This design comes from an exercise in tuning for small area and a short achievable clock period on the open sky130 flow, not from production work. The RTL of this run was laid out without a check of its function. Power and IR drop assume default switching activity.

===== config.mk =====
export PLATFORM = sky130hd
export DESIGN_NAME = lacc_slot
export DESIGN_NICKNAME = lacc_slot
export VERILOG_FILES = /design/flow/design.v
export SDC_FILE = /design/flow/constraint.sdc
export NUM_CORES = 4
export LEC_CHECK = 0
export CAP_MARGIN = 20
export CORE_MARGIN = 2
export CORE_UTILIZATION = 30
export PLACE_DENSITY = 0.5
export SLEW_MARGIN = 20

===== constraint.sdc =====
create_clock -name core_clock -period 17.5 [get_ports {clk}]
set_input_delay 3.5000 -clock core_clock [delete_from_list [all_inputs] [get_ports {clk}]]
set_output_delay 3.5000 -clock core_clock [all_outputs]
set_load 0.01 [all_outputs]

===== design.v =====
module lacc_slot (
    input  wire         clk,
    input  wire         rst,           
    input  wire         term_valid,
    input  wire [3:0]   term_fmt,      
    input  wire [335:0] term_data,
    input  wire [3:0]   term_flags,    
    input  wire         clr,
    input  wire         rd_valid,
    input  wire [2:0]   rd_dest,       
    input  wire [1:0]   rd_mode,       
    output reg          out_valid,
    output reg  [63:0]  out_data,
    output reg  [3:0]   out_flags      
);
    integer i, j;
    reg         f_sgn;        
    reg  [7:0]  f_be;         
    reg  [22:0] f_frac;       
    reg  [8:0]  f_off;        
    reg         f_nan, f_inf;
    reg         is_fp, is_int, is_raw;
    reg  [63:0] i_val;        
    always @* begin
        f_sgn  = 1'b0;
        f_be   = 8'd0;
        f_frac = 23'd0;
        f_off  = 9'd10;
        f_nan  = 1'b0;
        f_inf  = 1'b0;
        is_fp  = 1'b0;
        is_int = 1'b0;
        is_raw = 1'b0;
        i_val  = 64'd0;
        case (term_fmt)
            4'd0: begin  
                is_fp  = 1'b1;
                f_sgn  = term_data[31];
                f_be   = term_data[30:23];
                f_frac = term_data[22:0];
                f_off  = 9'd10;
                f_nan  = (term_data[30:23] == 8'hFF) && (term_data[22:0] != 0);
                f_inf  = (term_data[30:23] == 8'hFF) && (term_data[22:0] == 0);
            end
            4'd1: begin  
                is_fp  = 1'b1;
                f_sgn  = term_data[15];
                f_be   = term_data[14:7];
                f_frac = {term_data[6:0], 16'd0};
                f_off  = 9'd10;
                f_nan  = (term_data[14:7] == 8'hFF) && (term_data[6:0] != 0);
                f_inf  = (term_data[14:7] == 8'hFF) && (term_data[6:0] == 0);
            end
            4'd2: begin  
                is_fp  = 1'b1;
                f_sgn  = term_data[15];
                f_be   = {3'd0, term_data[14:10]};
                f_frac = {term_data[9:0], 13'd0};
                f_off  = 9'd122;
                f_nan  = (term_data[14:10] == 5'h1F) && (term_data[9:0] != 0);
                f_inf  = (term_data[14:10] == 5'h1F) && (term_data[9:0] == 0);
            end
            4'd3: begin  
                is_fp  = 1'b1;
                f_sgn  = term_data[7];
                f_be   = {4'd0, term_data[6:3]};
                f_frac = {term_data[2:0], 20'd0};
                f_off  = 9'd130;
                f_nan  = term_data[6:0] == 7'h7F;
            end
            4'd4: begin  
                is_fp  = 1'b1;
                f_sgn  = term_data[7];
                f_be   = {3'd0, term_data[6:2]};
                f_frac = {term_data[1:0], 21'd0};
                f_off  = 9'd122;
                f_nan  = (term_data[6:2] == 5'h1F) && (term_data[1:0] != 0);
                f_inf  = (term_data[6:2] == 5'h1F) && (term_data[1:0] == 0);
            end
            4'd5: begin is_int = 1'b1; i_val = {{56{term_data[7]}},  term_data[7:0]};  end
            4'd6: begin is_int = 1'b1; i_val = {{32{term_data[31]}}, term_data[31:0]}; end
            4'd7: begin is_int = 1'b1; i_val = term_data[63:0];                       end
            4'd8: is_raw = 1'b1;
            default: ;
        endcase
    end
    wire        f_hid  = f_be != 8'd0;
    wire [8:0]  f_s    = {1'b0, f_be | {7'd0, ~f_hid}} + f_off;    
    wire [4:0]  f_r    = f_s[4:0];
    wire [3:0]  f_q    = f_s[8:5];
    wire [24:0] f_m    = {1'b0, f_hid, f_frac};
    wire [24:0] f_ms   = f_sgn ? (~f_m + 25'd1) : f_m;             
    wire        f_fill = f_ms[24];
    wire [55:0] f_y    = {{31{f_fill}}, f_ms} << f_r;
    wire        tv     = term_valid & ~rst;
    wire        sel_fp = tv & is_fp & ~f_nan & ~f_inf;
    wire        sel_in = tv & is_int;
    wire        sel_rw = tv & is_raw;
    reg  [8:0]  q_eq;       
    reg  [8:0]  q_fill;     
    always @* begin
        for (i = 0; i < 9; i = i + 1)
            q_eq[i] = sel_fp & (f_q == i);
        q_fill[0] = 1'b0;
        q_fill[1] = 1'b0;
        for (i = 2; i < 9; i = i + 1)
            q_fill[i] = sel_fp & f_fill & (f_q < i - 1);
    end
    wire        q_fill_hi = sel_fp & f_fill;
    reg [335:0] x_next;
    reg         xb;
    integer     qi, bi;
    always @* begin
        for (i = 0; i < 336; i = i + 1) begin
            qi = i / 32;
            bi = i % 32;
            xb = sel_rw & term_data[i];
            if (qi <= 8)
                xb = xb | (q_eq[qi] & f_y[bi]);
            if (qi >= 1 && qi <= 9)
                xb = xb | (q_eq[qi-1] & ((bi + 32 <= 55) ? f_y[(bi + 32 <= 55) ? bi + 32 : 55] : f_fill));
            if (qi >= 2 && qi <= 8)
                xb = xb | q_fill[qi];
            if (qi >= 9)
                xb = xb | (q_fill_hi & (f_q < qi - 1));
            if (i >= 160 && i < 224)
                xb = xb | (sel_in & i_val[i - 160]);
            if (i >= 224)
                xb = xb | (sel_in & i_val[63]);
            x_next[i] = xb;
        end
    end
    reg [335:0] x_r;
    reg  [3:0]  fl_r;      
    reg         clr_r;
    reg         rd_r;
    reg  [2:0]  rdd_r;
    reg  [1:0]  rdm_r;
    always @(posedge clk) begin
        x_r   <= x_next;
        fl_r  <= {sel_rw & term_flags[3],
                  (sel_rw & term_flags[2]) | (tv & is_fp & f_nan),
                  (sel_rw & term_flags[1]) | (tv & is_fp & f_inf &  f_sgn),
                  (sel_rw & term_flags[0]) | (tv & is_fp & f_inf & ~f_sgn)};
        clr_r <= clr | rst;
        rd_r  <= rd_valid & ~rst;
        rdd_r <= rd_dest;
        rdm_r <= rd_mode;
    end
    reg [335:0] s_q;       
    reg [40:0]  c_q;       
    reg  [3:0]  flg;       
    reg [335:0] s_n;
    reg [40:0]  c_n;
    reg         cy, ab, xx;
    always @* begin
        for (j = 0; j < 42; j = j + 1) begin
            cy = (j == 0) ? 1'b0 : (c_q[(j == 0) ? 0 : j - 1] & ~clr_r);
            for (i = 0; i < 8; i = i + 1) begin
                ab = s_q[8*j+i] & ~clr_r;
                xx = x_r[8*j+i];
                s_n[8*j+i] = ab ^ xx ^ cy;
                cy = (ab & xx) | (cy & (ab ^ xx));
            end
            if (j < 41) c_n[j] = cy;
        end
    end
    always @(posedge clk) begin
        s_q <= s_n;
        c_q <= c_n;
        flg <= (clr_r ? 4'd0 : flg) | fl_r;
    end
    reg [41:0]  rc;        
    reg         a_all, b_fe;
    reg [335:0] v;         
    reg [1:0]   u;
    always @* begin
        rc[0] = 1'b0;
        for (j = 0; j < 41; j = j + 1) begin
            a_all = &s_q[8*j +: 8];
            b_fe  = s_q[8*j +: 8] == 8'hFE;
            if (j == 0)
                rc[j+1] = 1'b0;
            else
                rc[j+1] = (c_q[j-1] & a_all) | (rc[j] & (a_all | (b_fe & c_q[j-1])));
        end
        for (j = 0; j < 42; j = j + 1) begin
            u = (j == 0) ? 2'd0 : ({1'b0, c_q[(j == 0) ? 0 : j - 1]} + {1'b0, rc[j]});
            v[8*j +: 8] = s_q[8*j +: 8] + {6'd0, u};
        end
    end
    wire        v_sgn = v[335];
    reg  [10:0] ns;        
    reg  [10:0] nz;        
    always @* begin
        for (j = 0; j < 10; j = j + 1) begin
            nz[j] = |v[32*j +: 32];
            ns[j] = v_sgn ? ~&v[32*j +: 32] : nz[j];
        end
        nz[10] = |v[335:320];
        ns[10] = v_sgn ? ~&v[335:320] : nz[10];
    end
    reg [3:0] lc;
    always @* begin
        lc = 4'd0;
        for (j = 1; j < 9; j = j + 1)
            if (ns[j]) lc = j;
    end
    wire        fp_big = ns[9] | ns[10];
    wire        d_int1 = rdd_r[2] & (rdd_r[1] | rdd_r[0]);    
    wire [367:0] vp = {v, 32'd0};
    reg  [8:0]  nzlo;      
    always @* begin
        nzlo[0] = nz[0];
        for (j = 1; j < 9; j = j + 1) nzlo[j] = nzlo[j-1] | nz[j];
    end
    reg  [64:0] win;
    reg         stk1;
    always @* begin
        win = 65'd0;
        if (d_int1) win = v[223:159];
        else begin
            for (j = 0; j < 9; j = j + 1)
                if (lc == j) win = vp[32*j +: 65];
        end
        stk1 = 1'b0;
        if (d_int1) stk1 = (|nz[3:0]) | (|v[158:128]);
        else begin
            for (j = 2; j < 9; j = j + 1)
                if (lc == j) stk1 = nzlo[j-2];
        end
    end
    wire        u192 = ~|ns[10:6];
    wire        u224 = ~|ns[10:7];
    wire        ok8  = u192 & (v_sgn ? &v[191:167] : ~|v[191:167]);
    wire        ok32 = u192 & (v[191] == v_sgn);
    wire        ok64 = u224 & (v[223] == v_sgn);
    wire        okr  = (rdd_r == 3'd5) ? ok8 : (rdd_r == 3'd6) ? ok32 : ok64;
    reg         r1_v;
    reg  [64:0] r1_w;
    reg  [3:0]  r1_lc;
    reg         r1_sgn, r1_big, r1_stk, r1_ok;
    reg  [3:0]  r1_fl;
    reg  [2:0]  r1_dest;
    reg  [1:0]  r1_mode;
    always @(posedge clk) begin
        r1_v    <= rd_r & ~rst;
        r1_w    <= win;
        r1_lc   <= lc;
        r1_sgn  <= v_sgn;
        r1_big  <= fp_big;
        r1_stk  <= stk1;
        r1_ok   <= okr;
        r1_fl   <= flg;
        r1_dest <= rdd_r;
        r1_mode <= rdm_r;
    end
    reg  [4:0]  p_p;                  
    reg  signed [9:0] p_emin;
    always @* begin
        case (r1_dest)
            3'd0:    begin p_p = 5'd23; p_emin = -10'sd126; end
            3'd1:    begin p_p = 5'd7;  p_emin = -10'sd126; end
            3'd2:    begin p_p = 5'd10; p_emin = -10'sd14;  end
            3'd3:    begin p_p = 5'd3;  p_emin = -10'sd6;   end
            default: begin p_p = 5'd2;  p_emin = -10'sd14;  end
        endcase
    end
    wire        d_int2 = r1_dest[2] & (r1_dest[1] | r1_dest[0]);
    wire [31:0] fz = r1_w[63:32] ^ {32{r1_sgn}};
    reg  [4:0]  fpos;
    always @* begin
        fpos = 5'd0;
        for (i = 0; i < 32; i = i + 1)
            if (fz[i]) fpos = i;
    end
    wire        fnone = ~|fz;
    wire signed [9:0] e_l    = $signed({1'b0, r1_lc, fpos}) - 10'sd160;
    wire        normal = ~fnone & (e_l >= p_emin);
    wire signed [9:0] e_f    = normal ? e_l : p_emin;
    wire signed [10:0] o_n  = $signed({6'd0, fpos}) + 11'sd32 - $signed({6'd0, p_p});
    wire signed [10:0] o_s  = $signed({p_emin[9], p_emin}) - $signed({6'd0, p_p}) + 11'sd160
                              - $signed({2'd0, r1_lc, 5'd0}) + 11'sd32;
    wire signed [10:0] o_a  = normal ? o_n : o_s;
    wire [5:0]  sh = (o_a > 11'sd66) ? 6'd57 : o_a[5:0] - 6'd9;
    wire [90:0] wext = {{26{r1_sgn}}, r1_w};
    wire [82:0] wsh  = wext[90:8] >> sh;
    wire [25:0] qg   = wsh[25:0];           
    reg         stk_w;
    always @* begin
        stk_w = |r1_w[7:0];
        for (i = 8; i < 65; i = i + 1)
            if ({1'b0, sh} > i - 8) stk_w = stk_w | r1_w[i];
    end
    reg         r2_v;
    reg  [63:0] r2_q;        
    reg         r2_g, r2_s, r2_q0;
    reg  signed [9:0] r2_e;
    reg         r2_sgn, r2_big, r2_ok;
    reg  [3:0]  r2_fl;
    reg  [2:0]  r2_dest;
    reg  [1:0]  r2_mode;
    always @(posedge clk) begin
        r2_v    <= r1_v & ~rst;
        r2_q    <= d_int2 ? r1_w[64:1] : {39'd0, qg[25:1] ^ {25{r1_sgn}}};
        r2_q0   <= d_int2 ? r1_w[1] : qg[1];
        r2_g    <= d_int2 ? r1_w[0] : qg[0];
        r2_s    <= d_int2 ? r1_stk : (r1_stk | stk_w);
        r2_e    <= e_f;
        r2_sgn  <= r1_sgn;
        r2_big  <= r1_big;
        r2_ok   <= r1_ok;
        r2_fl   <= r1_fl;
        r2_dest <= r1_dest;
        r2_mode <= r1_mode;
    end
    wire        d_int3 = r2_dest[2] & (r2_dest[1] | r2_dest[0]);
    wire        inexact = r2_g | r2_s;
    reg         inc;
    always @* begin
        case (r2_mode)
            2'd0:    inc = r2_g & (r2_s | r2_q0);
            2'd1:    inc = r2_sgn & inexact;
            2'd2:    inc = inexact;
            default: inc = 1'b0;
        endcase
    end
    wire        ci    = d_int3 ? inc : (inc ^ r2_sgn);
    wire [63:0] qsum  = r2_q + {63'd0, ci};
    reg  [63:0] i_wmask, i_max, i_min;
    reg         i_top;
    always @* begin
        case (r2_dest)
            3'd5:    begin i_wmask = 64'hFF;       i_top = qsum[7];  end
            3'd6:    begin i_wmask = 64'hFFFFFFFF; i_top = qsum[31]; end
            default: begin i_wmask = {64{1'b1}};   i_top = qsum[63]; end
        endcase
        i_max = i_wmask >> 1;
        i_min = i_wmask & ~i_max;
    end
    wire        i_ovf = ~r2_ok | (~r2_sgn & i_top);
    reg  [4:0]  g_p;
    reg  [7:0]  g_bias;
    always @* begin
        case (r2_dest)
            3'd0:    begin g_p = 5'd23; g_bias = 8'd127; end
            3'd1:    begin g_p = 5'd7;  g_bias = 8'd127; end
            3'd2:    begin g_p = 5'd10; g_bias = 8'd15;  end
            3'd3:    begin g_p = 5'd3;  g_bias = 8'd7;   end
            default: begin g_p = 5'd2;  g_bias = 8'd15;  end
        endcase
    end
    wire [24:0] mag   = qsum[24:0];
    wire        carry = mag[g_p + 5'd1];
    wire [23:0] mant  = carry ? mag[24:1] : mag[23:0];
    wire signed [9:0] e_n = r2_e + (carry ? 10'sd1 : 10'sd0);
    wire        n_norm = mant[g_p];
    wire [22:0] frac  = mant[22:0] & ~({23{1'b1}} << g_p);
    wire [9:0]  bexp  = e_n + $signed({2'b00, g_bias});
    wire        f_ovf = r2_big | ((r2_dest == 3'd3) ? (e_n > 10'sd8 || (e_n == 10'sd8 && mant[2:0] == 3'b111))
                                                     : (e_n > $signed({2'b00, g_bias})));
    reg  [63:0] f_code, f_inf_c, f_nan_c;
    always @* begin
        case (r2_dest)
            3'd0: begin
                f_code  = {32'd0, r2_sgn, (n_norm ? bexp[7:0] : 8'd0), frac[22:0]};
                f_inf_c = 64'h7F800000;
                f_nan_c = 64'h7FC00000;
            end
            3'd1: begin
                f_code  = {48'd0, r2_sgn, (n_norm ? bexp[7:0] : 8'd0), frac[6:0]};
                f_inf_c = 64'h7F80;
                f_nan_c = 64'h7FC0;
            end
            3'd2: begin
                f_code  = {48'd0, r2_sgn, (n_norm ? bexp[4:0] : 5'd0), frac[9:0]};
                f_inf_c = 64'h7C00;
                f_nan_c = 64'h7E00;
            end
            3'd3: begin
                f_code  = {56'd0, r2_sgn, (n_norm ? bexp[3:0] : 4'd0), frac[2:0]};
                f_inf_c = 64'h7E;
                f_nan_c = 64'h7F;
            end
            default: begin
                f_code  = {56'd0, r2_sgn, (n_norm ? bexp[4:0] : 5'd0), frac[1:0]};
                f_inf_c = 64'h7C;
                f_nan_c = 64'h7E;
            end
        endcase
    end
    wire        f_e4m3 = r2_dest == 3'd3;
    wire [63:0] f_sgnb = (r2_dest == 3'd0) ? 64'h80000000 :
                         (r2_dest[2] | (r2_dest == 3'd3)) ? 64'h80 : 64'h8000;
    reg [63:0] r_data;
    reg [3:0]  r_flags;    
    always @* begin
        r_data  = 64'd0;
        r_flags = 4'd0;
        if (d_int3) begin
            if (r2_fl[3]) begin
                r_data = 64'd0;
            end else if (r2_fl[2] || (r2_fl[1] && r2_fl[0])) begin
                r_flags = 4'b1000;
            end else if (r2_fl[1] || r2_fl[0]) begin
                r_data  = r2_fl[1] ? i_min : i_max;
                r_flags = 4'b0100;
            end else if (i_ovf) begin
                r_data  = r2_sgn ? i_min : i_max;
                r_flags = 4'b0110;
            end else begin
                r_data  = qsum & i_wmask;
                r_flags = {3'b000, inexact};
            end
        end else begin
            if (r2_fl[3] || r2_fl[2] || (r2_fl[1] && r2_fl[0])) begin
                r_data = f_nan_c;
            end else if (r2_fl[1] || r2_fl[0]) begin
                r_data  = (r2_fl[1] ? f_sgnb : 64'd0) | f_inf_c;
                r_flags = f_e4m3 ? 4'b0100 : 4'b0000;
            end else if (f_ovf) begin
                r_data  = (r2_sgn ? f_sgnb : 64'd0) | f_inf_c;
                r_flags = f_e4m3 ? 4'b0110 : 4'b0010;
            end else begin
                r_data  = f_code;
                r_flags = {3'b000, inexact};
            end
        end
    end
    always @(posedge clk) begin
        out_valid <= r2_v & ~rst;
        out_data  <= r_data;
        out_flags <= r_flags;
    end
endmodule

===== run.sh =====
#!/bin/bash
# synth_recipe.tcl (not shown) runs the flow's synth.tcl, then flattens the netlist and writes it again
# the make line also repeats each setting of config.mk as NAME=value (left out here)
make -C /OpenROAD-flow-scripts/flow DESIGN_CONFIG=/design/flow/config.mk WORK_HOME=/design/flow/orfs CLKGATE_MAP_FILE= SYNTH_SCRIPT=/design/flow/synth_recipe.tcl finish

==> impl_metrics.py <==
metrics = {
    "run_status": {
        "run_status": "no timing/DRC/antenna violations",
    },
    "yosys": {
        "synth-seq-area-share_pct": 29.77,
        "synth_edf_count": 0,
        "syn_area_per_cell_um2": 8.420,
        "postSynthCellCount": 7747,
        "synth-simple-area-share_pct": 20.59,
        "synth_area_mm2": 0.06523,
        "yosys.area.top_type": "dfxtp_1",
        "synth.top_cells.by_area": "dfxtp_1 (30%), fa_1 (12%), nand2_1 (4.5%)",
        "synth_top_area_share_pct": 29.77,
        "ys.flop_type": "dfxtp_1",
        "ys_types": 127,
        "synth_compound_area_share_pct": 21.73,
        "post-synth-top-count-cell": "dfxtp_1",
        "async_flop_share_pct": 0,
        "synth_commonest_cells": "dfxtp_1 (970), nand2_1 (777), nor2_1 (493)",
        "synth_xor_area_share_pct": 4.801,
        "synth_mux_area_share_pct": 3.345,
        "synth-seq-cells": 970,
        "syn_nets": 8571,
        "yosysWarnings": 1,
        "synth_top_family_by_area": "compound AO/OA/AOI/OAI gates",
        "synth_fa_ha_area_share_pct": 13.58,
    },
    "worst_hold_path": {
        "worstHoldPathCells": 0,
        "hp-class": "flip-flop to flip-flop",
    },
    "clock_tree": {
        "clk_pin_slew_worst_paths_ps": 70,
        "cts_setup_buffers": 0,
        "hold_buffers": 0,
        "cts_resized": 0,
        "clkLatencyLatePin_ps": 840,
        "cts_tree": "built",
        "cts-root-to-sink-buffers": 3,
        "cts-root-buf": "clkbuf_16",
        "htree_levels": 3,
        "numCtsBuffers": 110,
        "clock-sinks": 970,
    },
    "global_routing": {
        "grt_overflow_total": 0,
        "grt_pass1_vias": 62600,
        "grt_pass1_wl_um": 503700,
        "antenna_found_initial": 22,
        "grt_start_max_net_pins": 143,
        "grtUsageTotal_pct": 31.81,
    },
    "sta": {
        "period_share_pct": 63.95,
        "slew_headroom_pct": 10.32,
        "slew_violations": 0,
        "finalSetupViolations": 0,
        "max_freq_mhz": 89.36,
        "clock_skew_ps": 82.95,
        "post-route-min-period_ps": 11190,
        "finalHoldViolCount": 0,
        "rsz0062_at_grt": "false",
        "max_slew.worst_pin.slew_ps": 1345,
        "finalSetupTns_ps": 0,
    },
    "drt": {
        "drt-initial-drc-count": 9254,
        "drt_wl_total_um": 364400,
        "drc": 0,
        "wl_per_cell_um": 33.41,
        "ant_nets": 0,
        "num_vias": 66160,
        "drt_pass1_iterations": 8,
        "routed_via_density": 6.066,
    },
    "placement": {
        "hpwl_um": 286500,
        "port_buffers": 422,
        "gp_congestion": 1.039,
    },
    "worst_setup_path": {
        "arrival_ps": 11900,
        "worst_ep_required_time_ps": 18210,
        "reg2reg_depth": 34,
        "critPathKind": "flip-flop to flip-flop",
        "worstPathMaxFanout": 37,
        "crit_top_cell": "buf_4",
        "start_kind": "flip-flop",
        "max_stage_delay_ps": 950,
        "cp_slowest_cell": "nor4_1",
        "setup.worst_path.end_class": "flip-flop",
    },
    "job": {
        "maxCapViolCount": 0,
    },
    "final_layout": {
        "drive_gt1_share_pct": 7.600,
        "nNetsFinal": 8769,
        "syn_to_final_growth_pct": 17.59,
    },
    "pwr": {
        "ir_drop_mv": 0.3732,
        "p_leak_nw": 29.65,
        "finalPower_w": 0.01362,
        "powerDensity_mw_per_mm2": 177.5,
    },
    "floorplanning": {
        "die_h_um": 470.3,
        "floorplan.core_area_mm2": 0.2167,
        "core.rowCount": 171,
        "fp.dieW_um": 470.3,
        "ios": 423,
        "dieArea_mm2": 0.2212,
        "initial_utilization_pct": 30.10,
    },
}
-- routing by layer --
layer  part of all wire, %  wire, um  GRT usage, %
met2                    42    151200         46.74
met5                 0.018        66             0
met1                    42    154000         43.05
met3                   9.5     34760         6.865
met4                   6.7     24360         17.77
-- metrics by stage --
step	hold WS (ps)	std cells	util, %	cell area (um^2)	worst slack [ps]
6_report	293.1	10910	35.39	76700	6309
5_1_grt	309.5	10900	35.38	76670	6122
4_1_cts	296.3	10890	35.36	76640	6895
3_5_place_dp	313.6	10690	33.55	72710	6856
3_3_place_gp	311.6	10680	33.52	72640	6799
2_1_floorplan	309.6	7747	-	65230	9893
-- placed cells by master, fill, tap and decap left out, types with 97 or more instances in the layout --
cell / n
o21ai_0: 463
nor2_1: 481
clkbuf_16: 110
xor2_1: 169
inv_1: 489
mux2i_1: 145
nand2_1: 774
nor2b_1: 277
clkdlybuf4s50_1: 421
a21oi_1: 412
xnor2_1: 172
nand3_1: 247
o211ai_1: 97
nor3_1: 138
nand4_1: 143
dfxtp_1: 968
buf_4: 180
a221oi_1: 102
fa_1: 375
-- sequential cells by signal, indices dropped and copies added, names as in the netlist, 3 cells and up --
register,cells
r1_dest,3
r1_fl,4
r2_fl,4
out_flags,4
r2_dest,3
c_q,41
r2_q,64
r2_e,10
out_data,64
s_q,336
rdd_r,3
r1_w,65
x_r,336
fl_r,4
flg,4
r1_lc,4
-- area by class of cell --
type / instances / area (um^2)
fillers: 22370 / 140000
multi-input cells: 5762 / 42270
clock inverters: 55 / 769.5
repair buffers: 606 / 5614
clock buffers: 152 / 3161
inverters: 495 / 1861
flip-flops and latches: 970 / 19420
well taps: 2854 / 3571
diodes: 13 / 32.53
-- critical path: cells and delay by family, from the launching register on --
| kind | cells | cell delay, ps |
|---|---|---|
| simple gates | 13 | 4860 |
| flops | 1 | 420 |
| buf+inv | 5 | 1650 |
| compound gates | 14 | 3460 |
| fa+ha+maj | 2 | 600 |
-- report_power, final --
group	total [W]	switching, W	internal [W]
Clock	0.00249	0.00107	0.00143
Sequential	0.00268	0.000290	0.00239
Combinational	0.00844	0.00585	0.00260
-- kinds of logic after synthesis --
group	Yosys count
xor gates and xnor gates	355
muxes	205
DFF	970
adders and majority gates	486
AOI/OAI and AO/OA	2064
and+or+nand+nor	2652
buffers and inverters	1015
-- worst paths after layout --
path                               from  slack [ps]        to
worst max register to register  s_q[99]        6310  r1_w[16]
worst min register to register    r1_ok         290     r2_ok
worst min-delay path              r1_ok         290     r2_ok
worst max-delay path            s_q[99]        6310  r1_w[16]

port drivers added, routing unchanged:
Ports are ideal in the flow. The routed layout listed here was re-timed in OpenROAD. Step 1: set_driving_cell puts a clkbuf_16 on clk and a buf_2 on each other input, an assumption about the parent block. Step 2 moves the port delays by t, midway between the first and last clock arrival at a register: inputs arrive t later, outputs are due t later. That takes back most of the time a late clock gives input paths. Slacks: ideal / step 1 / step 2; pairs: ideal / step 1.
t (ns): 0.883
setup WS [ns]: 6.309 / 6.309 / 6.309
hold slack, ns: 0.293 / 0.293 / 0.293
worst setup path at the end: register to register
cell pins on the clock port's net: 1
After both steps this run still meets setup and hold. For this run, drivers alone change the setup slack by 0.000 ns; drivers and shift together by 0.000 ns.
